This design comes from an exercise in tuning for small area, a short achievable clock period and few clock cycles per item on the open sky130 flow, not from production work. Function was checked by simulation only, so behaviour that the tests miss may differ from the original. No activity file was given, so power comes from the tool's default toggle rates.

==> design/flow/design.v <==
module ext48_mac (
    input  wire        clk,
    input  wire [31:0] c,        
    input  wire [31:0] c_next,   
    input  wire [47:0] v,        
    input  wire        first,    
    output reg  [47:0] r
);
    integer     i;
    wire        m_zero = (c[30:23] == 8'd0) || (v[46:39] == 8'd0);
    wire [9:0]  m_exp  = {2'b00, c[30:23]} + {2'b00, v[46:39]} - 10'd127;
    wire [39:0] vs     = {1'b1, v[38:0]};
    reg  [11:0] bd_one, bd_two, bd_neg;
    wire [26:0] cx = {2'b00, 1'b1, c_next[22:0], 1'b0};    
    always @(posedge clk)
        for (i = 0; i < 12; i = i + 1) begin
            bd_neg[i] <= cx[2*i + 2];
            bd_one[i] <= cx[2*i + 1] ^ cx[2*i];
            bd_two[i] <= (cx[2*i + 2] & ~cx[2*i + 1] & ~cx[2*i]) |
                         (~cx[2*i + 2] & cx[2*i + 1] & cx[2*i]);
        end
    reg  [40:0] e [0:11];
    always @(*)
        for (i = 0; i < 12; i = i + 1)
            e[i] = (({41{bd_one[i]}} & {1'b0, vs}) | ({41{bd_two[i]}} & {vs, 1'b0})) ^ {41{bd_neg[i]}};
    wire [63:0] pp [0:12];
    assign pp[0]  = {20'd0, ~bd_neg[0], bd_neg[0], bd_neg[0], e[0]};
    genvar g;
    generate
        for (g = 1; g < 12; g = g + 1) begin : rows
            wire [65:0] w = {1'b1, ~bd_neg[g], e[g], 1'b0, bd_neg[g-1]} << (2 * g - 2);
            assign pp[g] = w[63:0];
        end
    endgenerate
    assign pp[12] = {vs, 1'b0, bd_neg[11], 22'd0};
    function [127:0] csa;    
        input [63:0] a, b, c;
        reg   [63:0] mj;
        begin
            mj  = (a & b) | (a & c) | (b & c);
            csa = {mj[62:0], 1'b0, a ^ b ^ c};
        end
    endfunction
    wire [127:0] l1a = csa(pp[0],  pp[1],  pp[2]);
    wire [127:0] l1b = csa(pp[3],  pp[4],  pp[5]);
    wire [127:0] l1c = csa(pp[6],  pp[7],  pp[8]);
    wire [127:0] l1d = csa(pp[9],  pp[10], pp[11]);
    wire [127:0] l2a = csa(l1a[63:0], l1a[127:64], l1b[63:0]);
    wire [127:0] l2b = csa(l1b[127:64], l1c[63:0], l1c[127:64]);
    wire [127:0] l2c = csa(l1d[63:0], l1d[127:64], pp[12]);
    wire [127:0] l3a = csa(l2a[63:0], l2a[127:64], l2b[63:0]);
    wire [127:0] l3b = csa(l2b[127:64], l2c[63:0], l2c[127:64]);
    wire [127:0] l4a = csa(l3a[63:0], l3a[127:64], l3b[63:0]);
    wire [127:0] l5a = csa(l3b[127:64], l4a[63:0], l4a[127:64]);
    wire [63:0]  m_prod = l5a[63:0] + l5a[127:64];
    reg  [4:0]  tzc;
    reg  [5:0]  tzv;
    always @(*) begin
        tzc = 5'd23;
        for (i = 22; i >= 0; i = i - 1)
            if (c[i]) tzc = i[4:0];
        tzv = 6'd39;
        for (i = 38; i >= 0; i = i - 1)
            if (v[i]) tzv = i[5:0];
    end
    reg  [63:0] p_sig;
    reg  [9:0]  p_exp;
    reg  [6:0]  p_tz;      
    reg         p_sign;
    reg         p_zero;
    always @(posedge clk) begin
        p_sig  <= m_prod;
        p_exp  <= m_exp;
        p_tz   <= {2'b00, tzc} + {1'b0, tzv} + 7'd1;
        p_sign <= c[31] ^ v[47];
        p_zero <= m_zero;
    end
    reg  [6:0]  q_sh;      
    reg         q_neg;     
    reg         q_eq;      
    reg         q_m1;      
    wire        a_zero = first || (r[46:39] == 8'd0);
    wire        a_sign = r[47] && !first;
    wire [9:0]  a_exp  = {2'b00, r[46:39]};
    wire [65:0] af     = {2'b01, r[38:0], 24'd0};
    wire [65:0] pf     = {1'b0, p_sig, 1'b0};
    reg  [6:0]  atz;
    always @(*) begin
        atz = 7'd63;
        for (i = 38; i >= 0; i = i - 1)
            if (r[i]) atz = 7'd24 + i[6:0];
    end
    wire        both    = !p_zero && !a_zero;
    wire        eff_sub = both && (p_sign ^ a_sign);
    wire        x_is_a  = p_zero || (!a_zero && q_neg);
    wire [65:0] xf      = x_is_a ? af : pf;
    wire [9:0]  x_exp   = x_is_a ? a_exp : p_exp;
    wire [65:0] yv      = q_neg ? pf : af;
    wire [6:0]  y_tz    = q_neg ? p_tz : atz;
    wire        sticky  = both && (q_sh > y_tz);
    wire [65:0] y_shr   = both ? (yv >> q_sh) : 66'd0;
    wire [65:0] yf      = {y_shr[65:1], y_shr[0] | sticky};
    wire        a_gt_p  = {2'b01, r[38:0]} > {1'b0, p_sig[63:23]};
    wire        p_gt_a  = {2'b00, p_sig[63:24]} > {2'b01, r[38:0]} ||
                          ({2'b00, p_sig[63:24]} == {2'b01, r[38:0]} && p_sig[23:0] != 24'd0);
    wire        swp     = eff_sub && ((q_eq && a_gt_p) || (q_m1 && p_gt_a));
    wire [66:0] sum_c   = {xf ^ {66{swp}}, 1'b1} + {yf ^ {66{eff_sub && !swp}}, eff_sub};
    wire [65:0] sum     = sum_c[66:1];
    wire        x_sign  = x_is_a ? a_sign : p_sign;
    wire        y_sign  = x_is_a ? p_sign : a_sign;
    wire        res_sign = p_zero ? a_sign : a_zero ? p_sign :
                           swp ? y_sign : x_sign;
    reg  [65:0] s_sum;
    reg  [9:0]  s_exp;
    reg         s_sign;
    reg         s_keep;    
    always @(posedge clk) begin
        s_sum  <= sum;
        s_exp  <= x_exp;
        s_sign <= res_sign;
        s_keep <= p_zero && a_zero;
    end
    reg  [6:0]   lz;
    always @(*) begin
        lz = 7'd66;
        for (i = 0; i < 66; i = i + 1)
            if (s_sum[i]) lz = 7'd65 - i[6:0];
    end
    wire [65:0] norm    = s_sum << lz;
    wire [9:0]  n_exp   = s_exp + 10'd2 - {3'd0, lz};
    wire [9:0]  n_exp1  = s_exp + 10'd3 - {3'd0, lz};
    wire [39:0] keep    = norm[65:26];
    wire [40:0] keep1   = {1'b0, keep} + 41'd1;
    wire        rbit    = norm[25];
    wire        stk     = |norm[24:0];
    wire        inc     = rbit & (stk | keep[0]);
    wire        carry   = inc & keep1[40];
    wire [9:0]  r_exp   = carry ? n_exp1 : n_exp;
    wire [38:0] r_frac  = inc ? keep1[38:0] : keep[38:0];
    wire        res_zero = s_keep || (s_sum == 66'd0) || ($signed(r_exp) < 10'sd1);
    wire        res_sat  = !res_zero && ($signed(r_exp) > 10'sd255);
    always @(posedge clk) begin
        if (s_keep)
            r <= {s_sign, 47'd0};
        else if (s_sum == 66'd0)
            r <= 48'd0;
        else if ($signed(r_exp) < 10'sd1)
            r <= {s_sign, 47'd0};
        else if ($signed(r_exp) > 10'sd255)
            r <= {s_sign, 8'hFF, {39{1'b1}}};
        else
            r <= {s_sign, r_exp[7:0], r_frac};
    end
    function [9:0] dinfo;    
        input [9:0] d;
        reg   [9:0] a;
        begin
            a = d[9] ? (10'd0 - d) : d;
            dinfo = {d[9], d == 10'd0, d == 10'h3FF, (a[9:7] != 3'd0) ? 7'd127 : a[6:0]};
        end
    endfunction
    wire [9:0]  t0   = m_exp - n_exp;
    wire [9:0]  i_n  = dinfo(t0);
    wire [9:0]  i_c  = dinfo(t0 - 10'd1);
    wire [9:0]  i_s  = dinfo(m_exp - 10'd255);
    always @(posedge clk)
        {q_neg, q_eq, q_m1, q_sh} <= res_sat ? i_s : carry ? i_c : i_n;
endmodule
module biquad_chain (
    input  wire        clk,
    input  wire        rst,
    input  wire        coef_we,
    input  wire [3:0]  coef_sel,
    input  wire [31:0] coef_data,
    input  wire        in_valid,
    output wire        in_ready,
    input  wire [31:0] in_x,
    output reg         out_valid,
    output reg  [31:0] out_y
);
    function [47:0] f32_to_ext;
        input [31:0] f;
        begin
            f32_to_ext = {f[31], f[30:23], f[22:0], 16'd0};
        end
    endfunction
    function [31:0] ext_to_port;
        input [47:0] v;
        reg   [24:0] m;
        reg   [8:0]  e;
        begin
            if (v[46:39] == 8'd0) begin
                ext_to_port = {v[47], 31'd0};
            end else begin
                m = {2'b01, v[38:16]} + {24'd0, v[15] & ((|v[14:0]) | v[16])};
                e = {1'b0, v[46:39]};
                if (m[24]) begin
                    e = e + 9'd1;
                    m = {2'b01, 23'd0};
                end
                if (e > 9'd135 || (e == 9'd135 && m[22:0] != 23'd0))
                    ext_to_port = {v[47], 8'd135, 23'd0};
                else
                    ext_to_port = {v[47], e[7:0], m[22:0]};
            end
        end
    endfunction
    function [2:0] slot_of;
        input [2:0] idx;
        begin
            case (idx)
                3'd0:    slot_of = 3'd0;
                3'd1:    slot_of = 3'd2;
                3'd2:    slot_of = 3'd4;
                3'd3:    slot_of = 3'd1;
                default: slot_of = 3'd3;
            endcase
        end
    endfunction
    function [2:0] mod5;
        input [3:0] a;
        begin
            mod5 = (a >= 4'd10) ? a - 4'd10 : (a >= 4'd5) ? a - 4'd5 : a[2:0];
        end
    endfunction
    reg        rst_r;
    reg  [4:0] ph;         
    reg        rdy;
    reg        v0, v1, v2;    
    reg        w0, w1, w2;    
    assign in_ready = rdy;
    wire accept = in_valid && rdy && !rst;
    wire [2:0] phn = ph[0] ? 3'd0 : ph[1] ? 3'd1 : ph[2] ? 3'd2 : ph[3] ? 3'd3 : 3'd4;
    reg        cw_we;
    reg [3:0]  cw_sel;
    reg [31:0] cw_data;
    always @(posedge clk) begin
        rst_r   <= rst;
        cw_we   <= coef_we && !rst;
        cw_sel  <= coef_sel;
        cw_data <= coef_data;
    end
    reg [31:0] cr0 [0:4];
    reg [31:0] cr1 [0:4];
    wire        we0  = cw_we && (cw_sel < 4'd5);
    wire        we1  = cw_we && (cw_sel >= 4'd5) && (cw_sel < 4'd10);
    wire [2:0]  idx0 = cw_sel[2:0];
    wire [3:0]  sel5 = cw_sel - 4'd5;
    wire [2:0]  idx1 = sel5[2:0];
    wire [31:0] wdat0 = {cw_data[31] ^ (idx0 >= 3'd3), cw_data[30:0]};
    wire [31:0] wdat1 = {cw_data[31] ^ (idx1 >= 3'd3), cw_data[30:0]};
    wire [2:0]  tgt0 = mod5({1'b0, slot_of(idx0)} + 4'd4 - {1'b0, phn});
    wire [2:0]  tgt1 = mod5({1'b0, slot_of(idx1)} + 4'd6 - {1'b0, phn});
    integer k;
    always @(posedge clk) begin
        if (rst_r) begin
            for (k = 0; k < 5; k = k + 1) begin
                cr0[k] <= (k == 0) ? 32'h3F80_0000 : 32'd0;
                cr1[k] <= (k == 2) ? 32'h3F80_0000 : 32'd0;
            end
        end else begin
            for (k = 0; k < 5; k = k + 1) begin
                cr0[k] <= (we0 && tgt0 == k) ? wdat0 : cr0[(k + 1) % 5];
                cr1[k] <= (we1 && tgt1 == k) ? wdat1 : cr1[(k + 1) % 5];
            end
        end
    end
    wire [31:0] c0op = (ph[0] && cw_we && cw_sel == 4'd0) ? cw_data : cr0[0];
    wire [31:0] c0nx = rst_r ? 32'h3F80_0000 :
                       (ph[4] && coef_we && coef_sel == 4'd0 && !rst) ? coef_data :
                       (we0 && tgt0 == 3'd0) ? wdat0 : cr0[1];
    wire [31:0] c1nx = rst_r ? 32'd0 :
                       (we1 && tgt1 == 3'd0) ? wdat1 : cr1[1];
    reg  [31:0] xn, x1, x2;       
    reg  [47:0] y1, y2, y3;       
    reg  [47:0] z1, z2;           
    wire [47:0] r0, r1;
    reg  [47:0] v0n, v1n;
    always @(posedge clk) begin
        case (1'b1)
            ph[4]:   v0n <= f32_to_ext(in_x);    
            ph[0]:   v0n <= y1;                  
            ph[1]:   v0n <= f32_to_ext(x1);      
            ph[2]:   v0n <= y2;                  
            default: v0n <= f32_to_ext(x2);      
        endcase
        case (1'b1)
            ph[1]:   v1n <= v2 ? r0 : y1;        
            ph[2]:   v1n <= z1;                  
            ph[3]:   v1n <= y2;                  
            ph[4]:   v1n <= z2;                  
            default: v1n <= y3;                  
        endcase
    end
    wire [47:0] v0op = (ph[1] && v2) ? r0 : v0n;
    wire [47:0] v1op = (ph[3] && w2) ? r1 : v1n;
    reg first0, first1;    
    always @(posedge clk) begin
        first0 <= ph[0];
        first1 <= ph[2];
    end
    ext48_mac u_mac0 (.clk(clk), .c(c0op), .c_next(c0nx), .v(v0op), .first(first0), .r(r0));
    ext48_mac u_mac1 (.clk(clk), .c(cr1[0]), .c_next(c1nx), .v(v1op), .first(first1), .r(r1));
    always @(posedge clk) begin
        rdy       <= ph[3] && !rst && !rst_r;
        out_valid <= ph[3] && w2 && !rst && !rst_r;
        if (rst_r) begin
            ph <= 5'b00001;
            v0 <= 1'b0; v1 <= 1'b0; v2 <= 1'b0;
            w0 <= 1'b0; w1 <= 1'b0; w2 <= 1'b0;
            x1 <= 32'd0; x2 <= 32'd0;
            y1 <= 48'd0; y2 <= 48'd0; y3 <= 48'd0;
            z1 <= 48'd0; z2 <= 48'd0;
        end else begin
            ph <= {ph[3:0], ph[4]};
            if (ph[4]) begin
                v0 <= accept; v1 <= v0; v2 <= v1;
                xn <= in_x;
                if (v0) begin
                    x1 <= xn;
                    x2 <= x1;
                end
            end
            if (ph[1]) begin
                w0 <= v2; w1 <= w0; w2 <= w1;
                if (v2) begin
                    y1 <= r0;
                    y2 <= y1;
                    y3 <= y2;
                end
            end
            if (ph[3] && w2) begin
                z1 <= r1;
                z2 <= z1;
                out_y <= ext_to_port(r1);
            end
        end
    end
endmodule
==> design/flow/flow/run.sh <==
#!/bin/bash
# Standard layout, with timing repair asked to overfix setup by 27.1 ns
# (the design is still laid out and signed off at the design's 36 ns).
set -o pipefail
export SETUP_SLACK_MARGIN=27.1
bash standard.sh > standard.log 2>&1
==> design/flow/standard.sh <==
#!/bin/bash
# synth_recipe.tcl (not shown) runs the flow's synth.tcl, then flattens the netlist and writes it again
# the make line also repeats each setting of config.mk as NAME=value (left out here)
make -C /OpenROAD-flow-scripts/flow DESIGN_CONFIG=/design/flow/config.mk WORK_HOME=/design/flow/orfs CLKGATE_MAP_FILE= SYNTH_SCRIPT=/design/flow/synth_recipe.tcl "${@:-finish}"
==> design/flow/config.mk <==
export PLATFORM = sky130hd
export DESIGN_NAME = biquad_chain
export DESIGN_NICKNAME = biquad_chain
export VERILOG_FILES = /design/flow/design.v
export SDC_FILE = /design/flow/constraint.sdc
export NUM_CORES = 4
export LEC_CHECK = 0
export ABC_AREA = 1
export CAP_MARGIN = 20
export CORE_MARGIN = 2
export CORE_UTILIZATION = 45
export PLACE_DENSITY = 0.6
export SLEW_MARGIN = 20
==> design/flow/constraint.sdc <==
create_clock -name core_clock -period 36.0 [get_ports {clk}]
set_input_delay 7.2000 -clock core_clock [delete_from_list [all_inputs] [get_ports {clk}]]
set_output_delay 7.2000 -clock core_clock [all_outputs]
set_load 0.01 [all_outputs]
==> flow_summary_export.csv, run 1 <==
group,metric,value,unit
yosys,postSynthCellCount,18400,
yosys,syn_avg_cell_area,7.14,um2
placement,dp_hpwl,418000,um
setup_path,start_kind,"flip-flop",
final_layout,layout_commonest_cell,"nand2_1",
floorplanning,fp.dieH,544,um
sta,rsz0062_at_grt,"yes",
cts,hold_buffers,0,
sta,setup_viol,0,
final_layout,most-common-layout-cells,"nand2_1, inv_1, nor2_1, o21ai_0, dfxtp_1",
detailed_routing,highest_layer,"met5",
detailed_routing,post_drt_via_cell_ratio,5.88,
yosys,synth_cell_types,76,
cts,cts_root_buffer,"clkbuf_16",
yosys,synth_enable_flop_cells,64,
sta,setup_tns,0,ns
final_layout,nNetsFinal,20000,
placement,pre_cts_ws,24.11,ns
setup_path,critical-path-max-stage-delay,0.58,ns
placement,postPlaceCellArea,135000,um2
power,ir_worst_vdd,0.128,mV
final_layout,fin_util,51.6,%
outcome,status,"complete, no violations",
sta,drv_slew,0,
cts,cts_tree,"yes",
detailed_routing,wl_met1,226000,um
detailed_routing,drcViolationCount,0,
detailed_routing,vias,132000,
power,power_density,98.0,nW/um2
placement,gp_congestion,1.06,
global_routing,antenna_found_initial,59,
setup_path,worstSetupPathType,"flip-flop to flip-flop",
yosys,ys_seq_area_share,20.8,%
setup_path,worstPathMaxFanout,24,
global_routing,grt_remaining_overflow,0,
sta,post-route-period-util,26.2,%
detailed_routing,wl_met2,236000,um
yosys,synth_fp_nets,20000,
floorplanning,die_area,296000,um2
floorplanning,pin_count,106,
job,maxCapViolCount,0,
yosys,ys_ff_latch,1333,
sta,worst_pin_slew,1.24,ns
power,power.leakage,0.0650,uW
sta,clock_skew,0.0956,ns
yosys,syn_area,131000,um2
detailed_routing,avgRoutedWirePerCell,25.4,um
floorplanning,initial_core_util,45.2,%
yosys,synthArstFlopShare,0,%
cts,path_clk_slew,0.06,ns
global_routing,first_global_vias,121000,
detailed_routing,wl,570000,um
cts,cts_max_level,4,
sta,setup_slack,26.58,ns
setup_path,worst_setup_path_end_kind,"flip-flop",
power,total_power,14700,uW
final_layout,fillCellCount,28800,
final_layout,drive_gt1_share,10.8,%
detailed_routing,met3_length,59400,um
setup_path,cp_data_required_time,36.72,ns
cts,cts_buffer_depth,4,
setup_path,cp.arrival,10.13,ns
setup_path,cp_slowest_cell,"fa_2",
floorplanning,core,291000,um2
detailed_routing,drt_iter0_drc,16400,
sta,slew_headroom,16.5,%
global_routing,grt_max_degree,211,
floorplanning,dieWidth,544,um
cts,clk_latency,0.88,ns
cts,cts_buffers,160,
placement,io_buffer_count,105,
sta,clock.fmax,106,MHz
floorplanning,core.rowCount,198,
sta,hold_viol_final,0,
global_routing,grt_pass1_wl,818000,um
final_layout,syn_to_final_growth,14.1,%
cts,clock-sinks,1333,
detailed_routing,drt_first_pass_iters,9,
sta,layout_min_cycle_time,9.42,ns
final_layout,finish.instance_area,150000,um2
detailed_routing,ant_nets,0,
yosys,yosysWarnings,7,
worst_hold_path,hold_path.class,"flip-flop to flip-flop",
global_routing,track_usage,36.8,%
yosys,synth_ff_type,"dfxtp_1",
-- routing by layer --
metal	up-vias	global-route usage, %
li1	60400	-
met1	62700	48.1
met2	6988	53.4
met3	1620	8.57
met4	42	25.2
met5	-	0
-- area by class of cell --
type                    count  area (um2)  area share, %
diodes                     54         135         0.0901
clock buffers             212        4520           3.01
clock inverters            77         985          0.657
inverters                2289        8910           5.94
multi-input cells       13600       94200           62.8
flip-flops and latches   1333       27400           18.3
well taps                3900        4880           3.25
repair buffers            901        8750           5.83
repair inverters           18         139         0.0926
-- worst paths after layout --
kind                         from          endpoint  slack, ns  cells past startpoint
setup / recovery            ph[3]  u_mac1.p_sig[60]      26.58                     59
hold / removal    u_mac0.p_exp[9]   u_mac0.s_exp[9]       0.40                      2
setup reg to reg            ph[3]  u_mac1.p_sig[60]      26.58                     59
hold reg to reg   u_mac0.p_exp[9]   u_mac0.s_exp[9]       0.40                      2
-- cell families after synthesis --
logic type                 count (synthesis)  share of synthesized area, %
buffers and inverters                   3451                          10.2
DFF                                     1333                          20.8
and+or+nand+nor                         6409                          20.3
xor gates and xnor gates                1602                          10.7
muxes                                    164                          1.25
AOI/OAI and AO/OA                       3872                          16.8
adders and majority gates               1569                          19.9
-- critical path, delay by kind of cell (launching register included) --
| family | cells | cell delay (ns) |
|---|---|---|
| xor+xnor | 2 | 0.25 |
| simple gates | 16 | 1.37 |
| flops | 1 | 0.37 |
| compound gates | 21 | 3.23 |
| buf+inv | 14 | 1.04 |
| fa+ha+maj | 6 | 2.96 |
-- timing repair --
item | in CTS | in global routing
gates resized for setup | 511 | 621
setup endpoints to repair | 232 | 209
setup buffers | 318 | 156
pin swaps | 153 | 236
gates cloned | 40 | 11
-- report_power, final --
| part | switching, uW | leakage [uW] | internal [uW] | total [uW] |
|---|---|---|---|---|
| combinational | 6950 | 0.0513 | 3810 | 10800 |
| sequential | 417 | 0.0110 | 1800 | 2220 |
| clock | 724 | 0.00270 | 1000 | 1730 |
-- state kept, by name (all words and copies together) (netlist names), 64 cells and up --
| signal | count |
|---|---|
| cr0 | 160 |
| cr1 | 149 |
| u_mac0.s_sum | 66 |
| u_mac1.s_sum | 66 |
| u_mac0.p_sig | 64 |
| u_mac1.p_sig | 64 |
-- stage by stage --
stage	std cells	hold slack [ns]
after floorplan	18400	0.329
after global placement	21500	0.397
after detailed placement	21500	0.397
after CTS	22200	0.389
after global routing	22400	0.422
final	22400	0.401
-- cells in the mapped netlist (18+ instances only) --
cell type / count / area (um2)
nand2_1: 3002 / 11300
inv_1: 2203 / 8270
nor2_1: 1750 / 6570
o21ai_0: 1475 / 7380
dfxtp_1: 1269 / 25400
xor2_1: 1213 / 10600
nand3_1: 1183 / 5920
o22ai_1: 941 / 5890
clkbuf_1: 934 / 3510
fa_1: 878 / 17600
a21oi_1: 869 / 4350
ha_1: 691 / 8650
xnor2_1: 389 / 3410
mux2i_1: 164 / 1640
nor3_1: 140 / 701
nand4_1: 138 / 863
buf_1: 136 / 510
o211ai_1: 95 / 713
a31oi_1: 74 / 463
edfxtp_1: 64 / 1920
nor4_1: 64 / 400
or2_2: 56 / 350
o21ai_1: 55 / 275
inv_2: 49 / 184
buf_2: 43 / 215
o21bai_1: 40 / 300
o221ai_1: 38 / 333
a221o_1: 37 / 370
clkinv_1: 37 / 139
a21oi_2: 35 / 307
a41oi_1: 34 / 298
a211oi_1: 30 / 225
buf_6: 26 / 293
o21a_1: 25 / 188
nor2_2: 22 / 138
o31ai_1: 18 / 135
Testbench counts, summed over its fixed seeds: cycles 20,648, items 4,096.
==> run 2, diff against run 1 <==
--- a/design/flow/config.mk
+++ b/design/flow/config.mk
@@ -7,3 +7,2 @@
 export LEC_CHECK = 0
-export ABC_AREA = 1
 export CAP_MARGIN = 20
==> run 2 against run 1 <==
Compared with the run above:
- register-to-register slack improved by 0.57 ns
- sequential power about the same
- largest power group unchanged
- setup slack improved by 0.56 ns
- clock-buffer cell count is 7 lower
- routed wire length is 8.6% lower
- critical endpoint is now in_ready
- clock power shrank 8%
==> flow_summary_export.csv, run 2 <==
group,metric,value,unit
detailed_routing,drt_iter0_drc,15500,
sta,rsz0062_at_grt,"no",
floorplanning,core.rowCount,201,
yosys,muxShareOfSynthArea,8.23,%
worst_hold_path,hold_path.class,"flip-flop to flip-flop",
setup_path,ff2ff_setup_slack,27.15,ns
cts,cts_tree,"yes",
yosys,syn_avg_cell_area,8.19,um2
yosys,synth-simple-area-share,13.7,%
yosys,synthXorXnorAreaFrac,10.9,%
sta,hold_viol_final,0,
setup_path,worst-path-buf-inv,1,
detailed_routing,ant_nets,0,
final_layout,top_regs,"cr0: 160 flops, cr1: 149 flops",
yosys,yosysWarnings,7,
power,total_power,11400,uW
detailed_routing,post_drt_via_cell_ratio,6.22,
global_routing,grt_remaining_overflow,0,
sta,clock_skew,0.0666,ns
floorplanning,initial_core_util,45.1,%
floorplanning,dieWidth,552,um
setup_path,r2r-end,"u_mac0.s_sum[63]",
cts,cts_buffers,156,
global_routing,grt_max_degree,195,
detailed_routing,drcViolationCount,0,
final_layout,most-common-layout-cells,"nand2_1, a21oi_1, inv_1, xnor2_1, nor2_1",
power,power_density,78.1,nW/um2
sta,clock.fmax,113,MHz
cts,cts_max_level,4,
global_routing,track_usage,33.2,%
yosys,synth_top_area_share,18.8,%
floorplanning,pin_count,106,
setup_path,r2r-start,"u_mac0.r[1]",
sta,drv_slew,0,
setup_path,start_kind,"flip-flop",
yosys,postSynthCellCount,16500,
yosys,synth_enable_flop_cells,64,
sta,setup_viol,0,
yosys,synth-compound-area-share,20.1,%
setup_path,cp.arrival,1.66,ns
final_layout,layout_commonest_cell,"nand2_1",
final_layout,fillCellCount,29100,
detailed_routing,vias,124000,
placement,dp_cells,19600,
sta,layout_min_cycle_time,8.86,ns
yosys,synth.most_common_cell,"nand2_1",
sta,post-route-period-util,24.6,%
cts,cts_buffer_depth,4,
setup_path,worst_setup_path_end_kind,"output port",
floorplanning,fp.dieH,552,um
yosys,synthArstFlopShare,0,%
floorplanning,die_area,304000,um2
final_layout,nNetsFinal,17500,
cts,cts_root_buffer,"clkbuf_16",
setup_path,cpLargestDelayFamily,"flip-flops",
detailed_routing,avgRoutedWirePerCell,26.1,um
placement,io_buffer_count,105,
setup_path,cp_data_required_time,28.80,ns
yosys,synth_top_family_by_area,"compound AO/OA/AOI/OAI gates",
setup_path,worstSetupPathType,"flip-flop to output port",
yosys,synth_top_area_cell,"dfxtp_1",
sta,slew_headroom,15.6,%
placement,gp_congestion,1.04,
power,ir_worst_vdd,0.110,mV
job,maxCapViolCount,0,
sta,worst_pin_slew,1.23,ns
global_routing,antenna_found_initial,32,
worst_hold_path,hp-start,"u_mac0.p_exp[9]",
sta,setup_tns,0,ns
yosys,syn_area,135000,um2
final_layout,largest_register_ffs,160,
cts,hold_buffers,0,
detailed_routing,drt_first_pass_iters,9,
worst_hold_path,hold_end,"u_mac0.s_exp[9]",
final_layout,syn_to_final_growth,7.73,%
worst_hold_path,hold_path_depth,1,
placement,dp_hpwl,375000,um
yosys,synth_fp_nets,18100,
setup_path,critical-path-max-stage-delay,0.47,ns
final_layout,fin_util,48.6,%
yosys,ys_ff_latch,1333,
power,power.leakage,0.0577,uW
yosys,synth_commonest_cells,"nand2_1, a21oi_1, inv_1",
yosys,ys_seq_area_share,20.3,%
yosys,synth_ff_type,"dfxtp_1",
cts,clk_latency,0.87,ns
global_routing,grt_pass1_wl,771000,um
setup_path,worstPathMaxFanout,2,
yosys,synth_cell_types,112,
setup_path,critPathLaunch,"rdy",
cts,clock-sinks,1333,
detailed_routing,wl,521000,um
setup_path,r2r_cells,29,
floorplanning,core,299000,um2
final_layout,fin_cells,19900,
final_layout,largest_register,"cr0",
cts,path_clk_slew,0.05,ns
yosys,synthTopCellsByArea,"dfxtp_1, fa_1, xnor2_1, ha_1, mux2i_1",
final_layout,drive_gt1_share,7.61,%
global_routing,first_global_vias,117000,
outcome,status,"complete, no violations",
yosys,yosys.area_share.adder,19.4,%
setup_path,path_cells,"dlygate4sd2_1",
setup_path,cp_slowest_cell,"dfxtp_2",
-- run 2: cell type report --
class / instances / area (um2) / area share (%)
Clock buffer: 205 / 4320 / 2.97
Tap cell: 3958 / 4950 / 3.41
Antenna cell: 14 / 35.0 / 0.0241
Sequential cell: 1333 / 27500 / 18.9
Multi-Input combinational cell: 12500 / 98300 / 67.7
Timing Repair Buffer: 486 / 4330 / 2.98
Timing Repair inverter: 1 / 5.00 / 0.00344
Inverter: 1357 / 5170 / 3.56
Clock inverter: 63 / 714 / 0.492
-- run 2: how the worst max path moves through the flow --
stage | slack [ns] | cells past startpoint | to
floorplan | 27.11 | 39 | u_mac0.p_sig[60]
global placement | 25.22 | 31 | u_mac0.p_sig[60]
detailed placement | 25.18 | 31 | u_mac0.p_sig[60]
CTS | 27.02 | 45 | u_mac0.s_sum[62]
global route | 27.04 | 29 | u_mac0.s_sum[63]
finish | 27.14 | 1 | in_ready
-- run 2: layer usage --
layer	vias up	GRT usage [%]	part of all wire, %
li1	55500	-	-
met4	18	15.0	5.2
met3	1312	8.23	11
met2	7141	47.9	41
met5	-	0	0.024
met1	60000	46.5	43
-- run 2: what timing repair did --
item                                    CTS  global route
hold endpoints to repair                  0             0
resized for setup                       131           150
gates cloned                              4             6
pin swaps                                18            49
buffers inserted                         16            38
endpoints found under the setup margin  144           103
-- run 2: where the power goes --
| group | switching [uW] | internal, uW |
|---|---|---|
| Combinational | 4780 | 2760 |
| Clock | 663 | 934 |
| Sequential | 474 | 1740 |
-- run 2: per-stage QoR --
| step | area, um2 | hold WS [ns] | setup WS (ns) |
|---|---|---|---|
| after global placement | 139000 | 0.411 | 25.22 |
| after global routing | 145000 | 0.436 | 27.04 |
| after floorplan | 135000 | 0.329 | 27.11 |
| after CTS | 144000 | 0.423 | 27.02 |
| final | 145000 | 0.423 | 27.14 |
| after detailed placement | 139000 | 0.410 | 25.18 |
-- run 2: cell families (layout without fill, tap and decap cells) --
group                    Yosys count  in the layout
AO/OA/AOI/OAI                   4200           4201
AND/OR/NAND/NOR                 4119           4123
buffers and inverters           2632           2112
XOR/XNOR                        1671           1671
adder cells (fa/ha/maj)         1569           1569
flip-flops                      1333           1333
multiplexers                     941            941
other                              0             14
==> run 3, diff against run 2 <==
--- a/design/flow/config.mk
+++ b/design/flow/config.mk
@@ -9,4 +9,4 @@
 export CORE_MARGIN = 2
-export CORE_UTILIZATION = 45
-export PLACE_DENSITY = 0.6
+export CORE_UTILIZATION = 55
+export PLACE_DENSITY = 0.7
 export SLEW_MARGIN = 20
==> run 3 against run 2 <==
Compared with the run above:
- total power increased by 0.81%
- synthesized cell count unchanged
- design area decreased by 0.64%
- clock power increased by 4%
- utilization increased by 11 points
- sequential power about the same
- first-iteration DRC count increased by 13%
- largest cell class unchanged
- largest power group unchanged
==> flow_summary_export.csv, run 3 <==
group,metric,value,unit
setup_path,cp_slowest_cell,"edfxtp_1",
cts,cts_buffer_depth,3,
power,ir_worst_vdd,0.0790,mV
setup_path,critical-path-max-stage-delay,0.53,ns
setup_path,r2r_cells,32,
detailed_routing,met3_length,66600,um
setup_path,worstSetupPathType,"flip-flop to output port",
setup_path,worstPathMaxFanout,1,
yosys,synth_ff_type,"dfxtp_1",
cts,cts_root_buffer,"clkbuf_16",
detailed_routing,wl_met2,216000,um
setup_path,path_cells,"clkdlybuf4s15_1",
cts,hold_buffers,0,
floorplanning,pin_count,106,
final_layout,largest_register_ffs,160,
power,power_density,79.3,nW/um2
floorplanning,initial_core_util,55.4,%
detailed_routing,post_drt_via_cell_ratio,6.58,
final_layout,drive_gt1_share,7.36,%
final_layout,seq_area,27400,um2
detailed_routing,drcViolationCount,0,
detailed_routing,drt_iter0_drc,17500,
detailed_routing,avgRoutedWirePerCell,27.3,um
cts,clk_latency,0.87,ns
floorplanning,dieWidth,499,um
worst_hold_path,hold_path_depth,2,
yosys,ys_ff_latch,1333,
final_layout,largest_register,"cr0",
global_routing,antenna_found_initial,17,
cts,cts_tree,"yes",
yosys,postSynthCellCount,16500,
final_layout,most-common-layout-cells,"nand2_1, a21oi_1, inv_1, nor2_1, xnor2_1",
setup_path,cpLargestDelayFamily,"flip-flops",
floorplanning,core,244000,um2
final_layout,fin_util,59.3,%
final_layout,layout_commonest_cell,"nand2_1",
cts,cts_max_level,4,
cts,path_clk_slew,0.07,ns
global_routing,grt_remaining_overflow,0,
yosys,synthArstFlopShare,0,%
detailed_routing,wl,523000,um
sta,clock_skew,0.0883,ns
yosys,synth_cell_types,112,
yosys,synth_top_area_cell,"dfxtp_1",
sta,layout_min_cycle_time,8.82,ns
setup_path,worst-path-stages,1,
detailed_routing,wl_met1,207000,um
yosys,ys_seq_area_share,20.3,%
cts,clock-sinks,1333,
outcome,status,"complete, no violations",
sta,setup_viol,0,
detailed_routing,highest_layer,"met5",
sta,rsz0062_at_grt,"yes",
global_routing,grt_max_degree,199,
setup_path,ff2ff_setup_slack,27.32,ns
sta,drv_slew,0,
detailed_routing,drt_first_pass_iters,10,
global_routing,track_usage,40.4,%
yosys,synth_fp_nets,18100,
sta,setup_tns,0,ns
setup_path,start_kind,"flip-flop",
yosys,yosysWarnings,7,
placement,io_buffer_count,105,
global_routing,first_global_vias,119000,
global_routing,grt_pass1_wl,772000,um
placement,dp_hpwl,374000,um
yosys,synth.most_common_cell,"nand2_1",
setup_path,cp_data_required_time,28.80,ns
worst_hold_path,hold_path.class,"flip-flop to flip-flop",
final_layout,syn_to_final_growth,7.04,%
yosys,syn_avg_cell_area,8.19,um2
final_layout,multi_input_area,98200,um2
placement,dp_cells,18800,
placement,gp_congestion,1.06,
yosys,synth_enable_flop_cells,64,
detailed_routing,ant_nets,0,
floorplanning,fp.dieH,499,um
sta,slew_headroom,23.6,%
final_layout,fin_cells,19200,
final_layout,top_regs,"cr0: 160 flops, cr1: 149 flops",
sta,clock.fmax,113,MHz
floorplanning,die_area,249000,um2
power,power.leakage,0.0577,uW
setup_path,worst_setup_path_end_kind,"output port",
sta,worst_pin_slew,1.15,ns
yosys,syn_area,135000,um2
cts,cts_buffers,150,
final_layout,nNetsFinal,17500,
yosys,synth_top_area_share,18.8,%
final_layout,fillCellCount,22000,
yosys,synth_commonest_cells,"nand2_1, a21oi_1, inv_1",
setup_path,cp.arrival,1.62,ns
detailed_routing,vias,126000,
setup_path,worst-path-buf-inv,1,
sta,hold_viol_final,0,
yosys,synthTopCellsByArea,"dfxtp_1, fa_1, xnor2_1, ha_1, mux2i_1",
sta,post-route-period-util,24.5,%
floorplanning,core.rowCount,181,
job,maxCapViolCount,0,
==> run 3: cell families (layout without fill, tap and decap cells) <==
group | Yosys count | in the layout | synth area share (%)
simple gates | 4119 | 4121 | 13.7
compound gates | 4200 | 4203 | 20.1
xor+xnor | 1671 | 1671 | 10.9
fa+ha+maj | 1569 | 1569 | 19.4
buf+inv | 2632 | 2105 | 7.46
flops | 1333 | 1333 | 20.3
other cells | 0 | 5 | 0
mux | 941 | 941 | 8.23
==> run 3: repair_timing <==
| action | in CTS | in global routing |
|---|---|---|
| endpoints found under the setup margin | 162 | 125 |
| pin swaps | 2 | 34 |
| gates cloned | 3 | 6 |
| buffers inserted | 6 | 35 |
| gates resized for setup | 111 | 142 |
==> run 3: where the power goes <==
group	internal, uW	total [uW]	switching [uW]
Clock	937	1660	727
Sequential	1740	2210	465
Combinational	2740	7570	4840
==> run 3: path summary, 6_finish.rpt <==
check               start          endpoint
max              out_y[7]          out_y[7]
min            cr0[4][28]        cr0[3][28]
max reg2reg  u_mac0.r[15]  u_mac0.p_sig[60]
min reg2reg    cr0[4][28]        cr0[3][28]
==> run 3: area by class of cell <==
class	count	share of cell area [%]
Multi-Input combinational cell	12500	68.0
Sequential cell	1333	19.0
Inverter	1357	3.55
Clock buffer	195	2.89
Timing Repair Buffer	466	2.88
Tap cell	3202	2.77
Clock inverter	87	0.871
Antenna cell	5	0.00866
==> run 3: per-layer routing <==
metal  track usage, %  up-vias
met2             58.4     8412
met4             21.8       10
met5            0.154        -
li1                 -    55500
met3             11.1     1665
met1             54.5    60500
==> run 3: through the flow <==
stage          instance area [um2]  total power [uW]  hold slack [ns]  setup WS [ns]
2_1_floorplan               135000              7050            0.329          27.11
3_3_place_gp                138000              9330            0.409          25.22
3_5_place_dp                138000              9320            0.412          25.10
4_1_cts                     144000             11100            0.407          27.07
5_1_grt                     144000             12000            0.428          27.01
6_report                    144000             11400            0.412          27.18

## afterwards: timing with drivers on the ports
The results above use ideal ports. As a check the final layouts listed here were re-extracted and re-timed, cells and wires unchanged. Step 1 (the two cells are an assumption about what drives the block):
set clk [get_ports {clk}]
set_driving_cell -lib_cell sky130_fd_sc_hd__clkbuf_16 $clk
set_driving_cell -lib_cell sky130_fd_sc_hd__buf_2 [delete_from_list [all_inputs] $clk]
Step 2 times the ports against the registers' clock, not the clock port: input delays grow and output delays shrink by t, the midpoint of the rising clock arrivals with the driver on. Three values: no drivers, after step 1, after step 2; two values: the first two.
| run | t (ns) | slack for setup (ns) | hold WS [ns] | worst setup path after step 2 | latest minus earliest clock arrival (ns) |
|---|---|---|---|---|---|
| run 1 | 0.927 | 26.582 / 26.582 / 26.401 | 0.401 / 0.401 / 0.401 | input to register | 0.103 / 0.102 |
| run 2 | 0.920 | 27.138 / 27.055 / 26.522 | 0.423 / 0.423 / 0.423 | input to register | 0.067 / 0.067 |
| run 3 | 0.920 | 27.177 / 27.086 / 26.423 | 0.412 / 0.412 / 0.412 | input to register | 0.092 / 0.092 |
After both steps every run listed still meets setup and hold. The setup slack of run 3, which loses most, moves by -0.091 ns with the drivers and by -0.754 ns with both steps.
